This is an optimization exercise on Yosys and OpenROAD, whose aim is small area, not a production implementation. Function was checked by simulation only, so behaviour that the tests miss may differ from the original.

==> inputs of branch pepper <==
==> flow/design.v <==
module aes_sbox (
    input  wire [7:0] a,
    output wire [7:0] y
);
  wire U0=a[7],U1=a[6],U2=a[5],U3=a[4],U4=a[3],U5=a[2],U6=a[1],U7=a[0];
  wire T1=U0^U3, T2=U0^U5, T3=U0^U6, T4=U3^U5, T5=U4^U6, T6=T1^T5, T7=U1^U2, T8=U7^T6;
  wire T9=U7^T7, T10=T6^T7, T11=U1^U5, T12=U2^U5, T13=T3^T4, T14=T6^T11, T15=T5^T11;
  wire T16=T5^T12, T17=T9^T16, T18=U3^U7, T19=T7^T18, T20=T1^T19, T21=U6^U7, T22=T7^T21;
  wire T23=T2^T22, T24=T2^T10, T25=T20^T17, T26=T3^T16, T27=T1^T12;
  wire M1=T13&T6, M2=T23&T8, M3=T14^M1, M4=T19&U7, M5=M4^M1, M6=T3&T16, M7=T22&T9;
  wire M8=T26^M6, M9=T20&T17, M10=M9^M6, M11=T1&T15, M12=T4&T27, M13=M12^M11;
  wire M14=T2&T10, M15=M14^M11, M16=M3^M2, M17=M5^T24, M18=M8^M7, M19=M10^M15;
  wire M20=M16^M13, M21=M17^M15, M22=M18^M13, M23=M19^T25, M24=M22^M23, M25=M22&M20;
  wire M26=M21^M25, M27=M20^M21, M28=M23^M25, M29=M28&M27, M30=M26&M24, M31=M20&M23;
  wire M32=M27&M31, M33=M27^M25, M34=M21&M22, M35=M24&M34, M36=M24^M25, M37=M21^M29;
  wire M38=M32^M33, M39=M23^M30, M40=M35^M36, M41=M38^M40, M42=M37^M39, M43=M37^M38;
  wire M44=M39^M40, M45=M42^M41, M46=M44&T6, M47=M40&T8, M48=M39&U7, M49=M43&T16;
  wire M50=M38&T9, M51=M37&T17, M52=M42&T15, M53=M45&T27, M54=M41&T10, M55=M44&T13;
  wire M56=M40&T23, M57=M39&T19, M58=M43&T3, M59=M38&T22, M60=M37&T20, M61=M42&T1;
  wire M62=M45&T4, M63=M41&T2;
  wire L0=M61^M62, L1=M50^M56, L2=M46^M48, L3=M47^M55, L4=M54^M58, L5=M49^M61;
  wire L6=M62^L5, L7=M46^L3, L8=M51^M59, L9=M52^M53, L10=M53^L4, L11=M60^L2;
  wire L12=M48^M51, L13=M50^L0, L14=M52^M61, L15=M55^L1, L16=M56^L0, L17=M57^L1;
  wire L18=M58^L8, L19=M63^L4, L20=L0^L1, L21=L1^L7, L22=L3^L12, L23=L18^L2;
  wire L24=L15^L9, L25=L6^L10, L26=L7^L9, L27=L8^L10, L28=L11^L14, L29=L11^L17;
  assign y[7]=L6^L24; assign y[6]=~(L16^L26); assign y[5]=~(L19^L28); assign y[4]=L6^L21;
  assign y[3]=L20^L22; assign y[2]=L25^L29; assign y[1]=~(L13^L27); assign y[0]=~(L6^L23);
endmodule
module graft_core (
    input  wire         clk,
    input  wire         rst,             
    input  wire         start,           
    input  wire         op,              
    input  wire         erase,           
    input  wire [255:0] root_key,
    input  wire         root_256,        
    input  wire [7:0]   kind,
    input  wire [63:0]  eui,
    input  wire [7:0]   epoch_rec,       
    input  wire [1:0]   epoch_sc,        
    input  wire         epoch_resolve,   
    output wire         busy,
    output wire         done,
    output wire         nokey,
    output wire [127:0] key_out
);
  function [7:0] xtime;
    input [7:0] b;
    xtime = {b[6:0], 1'b0} ^ (b[7] ? 8'h1b : 8'h00);
  endfunction
  function [31:0] mix_column;
    input [31:0] col;
    reg [7:0] a0, a1, a2, a3;
    begin
      a0 = col[31:24];
      a1 = col[23:16];
      a2 = col[15:8];
      a3 = col[7:0];
      mix_column = {xtime(a0) ^ xtime(a1) ^ a1 ^ a2 ^ a3,
                    a0 ^ xtime(a1) ^ xtime(a2) ^ a2 ^ a3,
                    a0 ^ a1 ^ xtime(a2) ^ xtime(a3) ^ a3,
                    xtime(a0) ^ a0 ^ a1 ^ a2 ^ xtime(a3)};
    end
  endfunction
  reg         busy_r;
  reg         done_r;
  reg         op_r;
  reg         nokey_pend;   
  reg         k1_valid;
  reg [2:0]   ph;           
  reg [4:0]   rd;           
  reg [39:0]  row0;         
  reg [31:0]  row1;
  reg [31:0]  row2;
  reg [31:0]  row3;
  reg [319:0] kreg;         
  reg [127:0] k1;
  assign busy  = busy_r;
  assign done  = done_r;
  assign nokey = nokey_pend;
  wire       klen   = root_256;
  wire [4:0] rd0    = klen ? 5'd0 : 5'd4;      
  wire       in_aes = busy_r && rd >= rd0 && rd <= 5'd14;
  wire       ccyc   = in_aes && ph != 3'd0;    
  wire       first  = rd == rd0;               
  wire       last   = rd == 5'd14;             
  wire       portw  = klen ? (rd <= 5'd1) : (rd == 5'd4);
  wire [31:0] kw0 = kreg[31:0];
  wire [31:0] kw5 = kreg[191:160];
  wire [31:0] kw8 = kreg[287:256];
  wire [31:0] kw9 = kreg[319:288];      
  wire        rot    = !klen || !rd[0];
  wire [31:0] sub_in = rot ? {kw8[23:0], kw8[31:24]} : kw8;
  wire [3:0] ridx = klen ? {1'b0, rd[4:1]} : rd[3:0] - 4'd4;
  reg  [7:0] rcon;
  always @(*) begin
    case (ridx)
      4'd1:    rcon = 8'h01;
      4'd2:    rcon = 8'h02;
      4'd3:    rcon = 8'h04;
      4'd4:    rcon = 8'h08;
      4'd5:    rcon = 8'h10;
      4'd6:    rcon = 8'h20;
      4'd7:    rcon = 8'h40;
      4'd8:    rcon = 8'h80;
      4'd9:    rcon = 8'h1b;
      4'd10:   rcon = 8'h36;
      default: rcon = 8'h00;
    endcase
  end
  wire [2:0]  psel  = {klen & rd[0], ph[1:0]};
  wire [31:0] pword = root_key[255 - 32*psel -: 32];
  wire [31:0] diag = {row0[7:0], row1[7:0], row2[7:0], row3[7:0]};
  wire [31:0] sb_in = (ph == 3'd0) ? sub_in : diag;
  wire [31:0] sb_out;
  genvar gi;
  generate
    for (gi = 0; gi < 4; gi = gi + 1) begin : g_sbox
      aes_sbox u_sbox (.a(sb_in[8*gi +: 8]), .y(sb_out[8*gi +: 8]));
    end
  endgenerate
  wire [31:0] kf    = (ph == 3'd0) ? (sb_out ^ {rot ? rcon : 8'h00, 24'd0}) : kw9;
  wire [31:0] khead = klen ? kw0 : kw5;
  wire [31:0] kin   = portw ? pword : (khead ^ kf);
  wire [31:0] pre = first ? diag : last ? sb_out : mix_column(sb_out);
  wire [31:0] col = (pre ^ kw9) & {32{!nokey_pend}};
  wire [1:0] ep_d    = epoch_sc - epoch_rec[1:0];
  wire [7:0] ep_full = !epoch_resolve ? epoch_rec :
                       (ep_d == 2'd3) ? epoch_rec - 8'd1 :
                                        epoch_rec + {6'd0, ep_d};
  wire [127:0] msg  = {8'h01, 8'h59, 8'h4c, kind, 8'h00, eui, ep_full, 8'h00, 8'h80};
  wire [127:0] init = op ? (msg ^ k1) : 128'd0;
  function [7:0] bsel;
    input [127:0] x;
    input integer c;
    input integer r;
    bsel = x[127 - 8*(4*c + r) -: 8];
  endfunction
  wire [39:0] init0 = {bsel(init, 3, 0), bsel(init, 2, 0), bsel(init, 1, 0), bsel(init, 0, 0), 8'd0};
  wire [31:0] init1 = {bsel(init, 2, 1), bsel(init, 1, 1), bsel(init, 0, 1), bsel(init, 3, 1)};
  wire [31:0] init2 = {bsel(init, 1, 2), bsel(init, 0, 2), bsel(init, 3, 2), bsel(init, 2, 2)};
  wire [31:0] init3 = {bsel(init, 0, 3), bsel(init, 3, 3), bsel(init, 2, 3), bsel(init, 1, 3)};
  wire [127:0] res = {row0[15:8],  row1[7:0],   row2[7:0],   row3[7:0],
                      row0[23:16], row1[15:8],  row2[15:8],  row3[15:8],
                      row0[31:24], row1[23:16], row2[23:16], row3[23:16],
                      row0[39:32], row1[31:24], row2[31:24], row3[31:24]};
  wire [127:0] dbl_res = {res[126:0], 1'b0} ^ (res[127] ? 128'h87 : 128'h0);
  assign key_out = {row0[7:0],   row1[31:24], row2[23:16], row3[15:8],
                    row0[15:8],  row1[7:0],   row2[31:24], row3[23:16],
                    row0[23:16], row1[15:8],  row2[7:0],   row3[31:24],
                    row0[31:24], row1[23:16], row2[15:8],  row3[7:0]};
  always @(posedge clk) begin
    kreg <= {kin, kreg[319:32]};
    if (start && !busy_r) begin
      row0 <= init0;
      row1 <= init1;
      row2 <= init2;
      row3 <= init3;
    end else if (ccyc) begin
      row0 <= {col[31:24], row0[39:8]};
      row1 <= {col[23:16], row1[31:8]};
      row2 <= {col[15:8],  row2[31:8]};
      row3 <= {col[7:0],   row3[31:8]};
    end else begin
      row0 <= {row0[7:0],  row0[39:8]};
      row1 <= {row1[7:0],  row1[31:8]};
      row2 <= {row2[15:0], row2[31:16]};
      row3 <= {row3[23:0], row3[31:24]};
    end
  end
  wire finish = busy_r && rd == 5'd19 && ph == 3'd0;
  always @(posedge clk) begin
    if (busy_r) begin
      ph <= (ph == 3'd4) ? 3'd0 : ph + 3'd1;
      rd <= rd + {4'd0, ph == 3'd4};
    end else begin
      ph <= 3'd0;
      rd <= 5'd0;
    end
    if (start && !busy_r) begin
      op_r       <= op;
      nokey_pend <= op && !k1_valid;
    end
    if (finish && !op_r)
      k1 <= dbl_res;
    if (rst || erase) begin
      busy_r   <= 1'b0;
      done_r   <= 1'b0;
      k1_valid <= 1'b0;
    end else begin
      done_r <= finish;
      if (start && !busy_r)
        busy_r <= 1'b1;
      else if (finish) begin
        busy_r <= 1'b0;
        if (!op_r)
          k1_valid <= 1'b1;
      end
    end
  end
endmodule
==> flow/run.sh <==
#!/bin/bash
# synth_recipe.tcl (not shown) runs the flow's synth.tcl, then flattens the netlist and writes it again
# the make line also repeats each setting of config.mk as NAME=value (left out here)
make -C /OpenROAD-flow-scripts/flow DESIGN_CONFIG=/design/flow/config.mk WORK_HOME=/design/flow/orfs CLKGATE_MAP_FILE= SYNTH_SCRIPT=/design/flow/synth_recipe.tcl finish
==> flow/config.mk <==
export PLATFORM = sky130hd
export DESIGN_NAME = graft_core
export DESIGN_NICKNAME = graft_core
export VERILOG_FILES = /design/flow/design.v
export SDC_FILE = /design/flow/constraint.sdc
export NUM_CORES = 8
export LEC_CHECK = 0
export CAP_MARGIN = 20
export CORE_MARGIN = 2
export CORE_UTILIZATION = 30
export GPL_ROUTABILITY_DRIVEN = 1
export PLACE_DENSITY_LB_ADDON = 0.1
export SLEW_MARGIN = 20
==> flow/constraint.sdc <==
create_clock -name core_clock -period 9.0 [get_ports {clk}]
set_input_delay 1.8000 -clock core_clock [delete_from_list [all_inputs] [get_ports {clk}]]
set_output_delay 1.8000 -clock core_clock [all_outputs]
set_load 0.01 [all_outputs]
==> branch amber: changes against branch pepper <==
--- a/flow/design.v
+++ b/flow/design.v
@@ -68,4 +68,5 @@
   reg         nokey_pend;   
   reg         k1_valid;
+  reg         klen;         
   reg [2:0]   ph;           
   reg [4:0]   rd;           
@@ -79,5 +80,4 @@
   assign done  = done_r;
   assign nokey = nokey_pend;
-  wire       klen   = root_256;
   wire [4:0] rd0    = klen ? 5'd0 : 5'd4;      
   wire       in_aes = busy_r && rd >= rd0 && rd <= 5'd14;
@@ -180,4 +180,5 @@
     if (start && !busy_r) begin
       op_r       <= op;
+      klen       <= root_256;
       nokey_pend <= op && !k1_valid;
     end
==> flow/flow/run.sh (new file) <==
#!/bin/bash
# Layout flow: the standard ORFS flow (standard.sh) with two changes:
#  - synthesis maps logic with an area-oriented ABC script (flow/abc_area.script)
#    instead of ORFS's delay-oriented one; everything else in the synthesis
#    script (synth_recipe.tcl, hence the registers) is unchanged;
#  - every input and output port still gets a buffer, a buf_1 instead of the
#    clkdlybuf4s50_1 that buffer_ports picks by default.
# Each tool writes its full log under orfs/logs/ (ORFS), and this script's
# own output goes to flow_run.log.
set -euo pipefail
W=$(pwd)
exec > >(tee -a "$W/flow_run.log") 2>&1

{
  echo 'proc abc {args} {'
  echo '  set i [lsearch -exact $args -script]'
  echo "  if {\$i >= 0} { lset args [expr {\$i + 1}] $W/flow/abc_area.script }"
  echo '  yosys abc {*}$args'
  echo '}'
  cat "$W/synth_recipe.tcl"
} > "$W/synth_area.tcl"

sed -e "s#SYNTH_SCRIPT=[^ ]*#SYNTH_SCRIPT=$W/synth_area.tcl BUFFER_PORTS_ARGS='-buffer_cell sky130_fd_sc_hd__buf_1'#" \
    "$W/standard.sh" > "$W/standard_area.sh"
grep -n 'make ' "$W/standard_area.sh"
bash "$W/standard_area.sh" > "$W/standard_area.log" 2>&1
echo "flow done"
==> flow/flow/abc_area.script (new file) <==
strash
dch -f
amap
==> flow/standard.sh (new file) <==
#!/bin/bash
# synth_recipe.tcl (not shown) runs the flow's synth.tcl, then flattens the netlist and writes it again
# the make line also repeats each setting of config.mk as NAME=value (left out here)
make -C /OpenROAD-flow-scripts/flow DESIGN_CONFIG=/design/flow/config.mk WORK_HOME=/design/flow/orfs CLKGATE_MAP_FILE= SYNTH_SCRIPT=/design/flow/synth_recipe.tcl "${@:-finish}"
removed: flow/run.sh
==> qor summary <==
metric                                                                branch pepper       branch amber
Run status                                                           finished clean     finished clean
Synthesized-area fraction occupied by adder cells                             1.12%              1.40%
Critical Path RT                                                            9490 ps            9550 ps
Area fraction in compound gates after synthesis                               17.7%              29.0%
Launch instance of the worst min-delay path                        kreg[44]$_DFF_P_  kreg[252]$_DFF_P_
Filler cell count in the final layout                                         11200               9132
Count of unique library cells instantiated by Yosys                             121                 37
Setup repair after global routing missed its margin                              no                yes
Fraction of final layout cells with drive strength greater than 1             11.2%              12.5%
Mapped Nets                                                                    3800               3409
Final Cell Area                                                          42100 um^2         33200 um^2
Max_slew headroom                                                             30.6%              30.8%
Non-Filler Instances                                                           5335               4810
Floorplan row count                                                             123                108
Layout buffering overhead excluding clock cells                               14.0%              8.65%
Non-clk bufs                                                                    622                619
Clock network area share                                                      5.56%              6.54%
Final WL                                                                  141000 um          109000 um

-- port drivers added, routing unchanged --
In the flow no input, the clock included, has a driving cell. The finished layouts below were timed again as built, in two steps.
Step 1 sets driving cells, clkbuf_16 on the clock port and buf_2 on the other inputs (assumed; they add their load-dependent delay and slew).
Step 2 times the ports against the registers' clock, not the clock port: input delays grow and output delays shrink by t, the midpoint of the rising clock arrivals with the driver on.
Slacks: no drivers / after step 1 / after step 2; pairs: no drivers / after step 1.
| run | t, ns | slack for setup (ns) | hold slack, ns | worst slew at a driven data input, ns | cell pins on the clock port's net |
|---|---|---|---|---|---|
| branch pepper | 0.683 | 0.569 / 0.531 / -0.153 | 0.319 / 0.319 / 0.319 | 0.10 | 1 |
| branch amber | 0.692 | 0.590 / 0.590 / 0.590 | 0.316 / 0.316 / 0.316 | 0.10 | 1 |
Met with ideal ports but missed after step 2: setup timing in branch pepper. The setup slack of branch pepper, which loses most, moves by -0.038 ns with the drivers and by -0.722 ns with both steps.
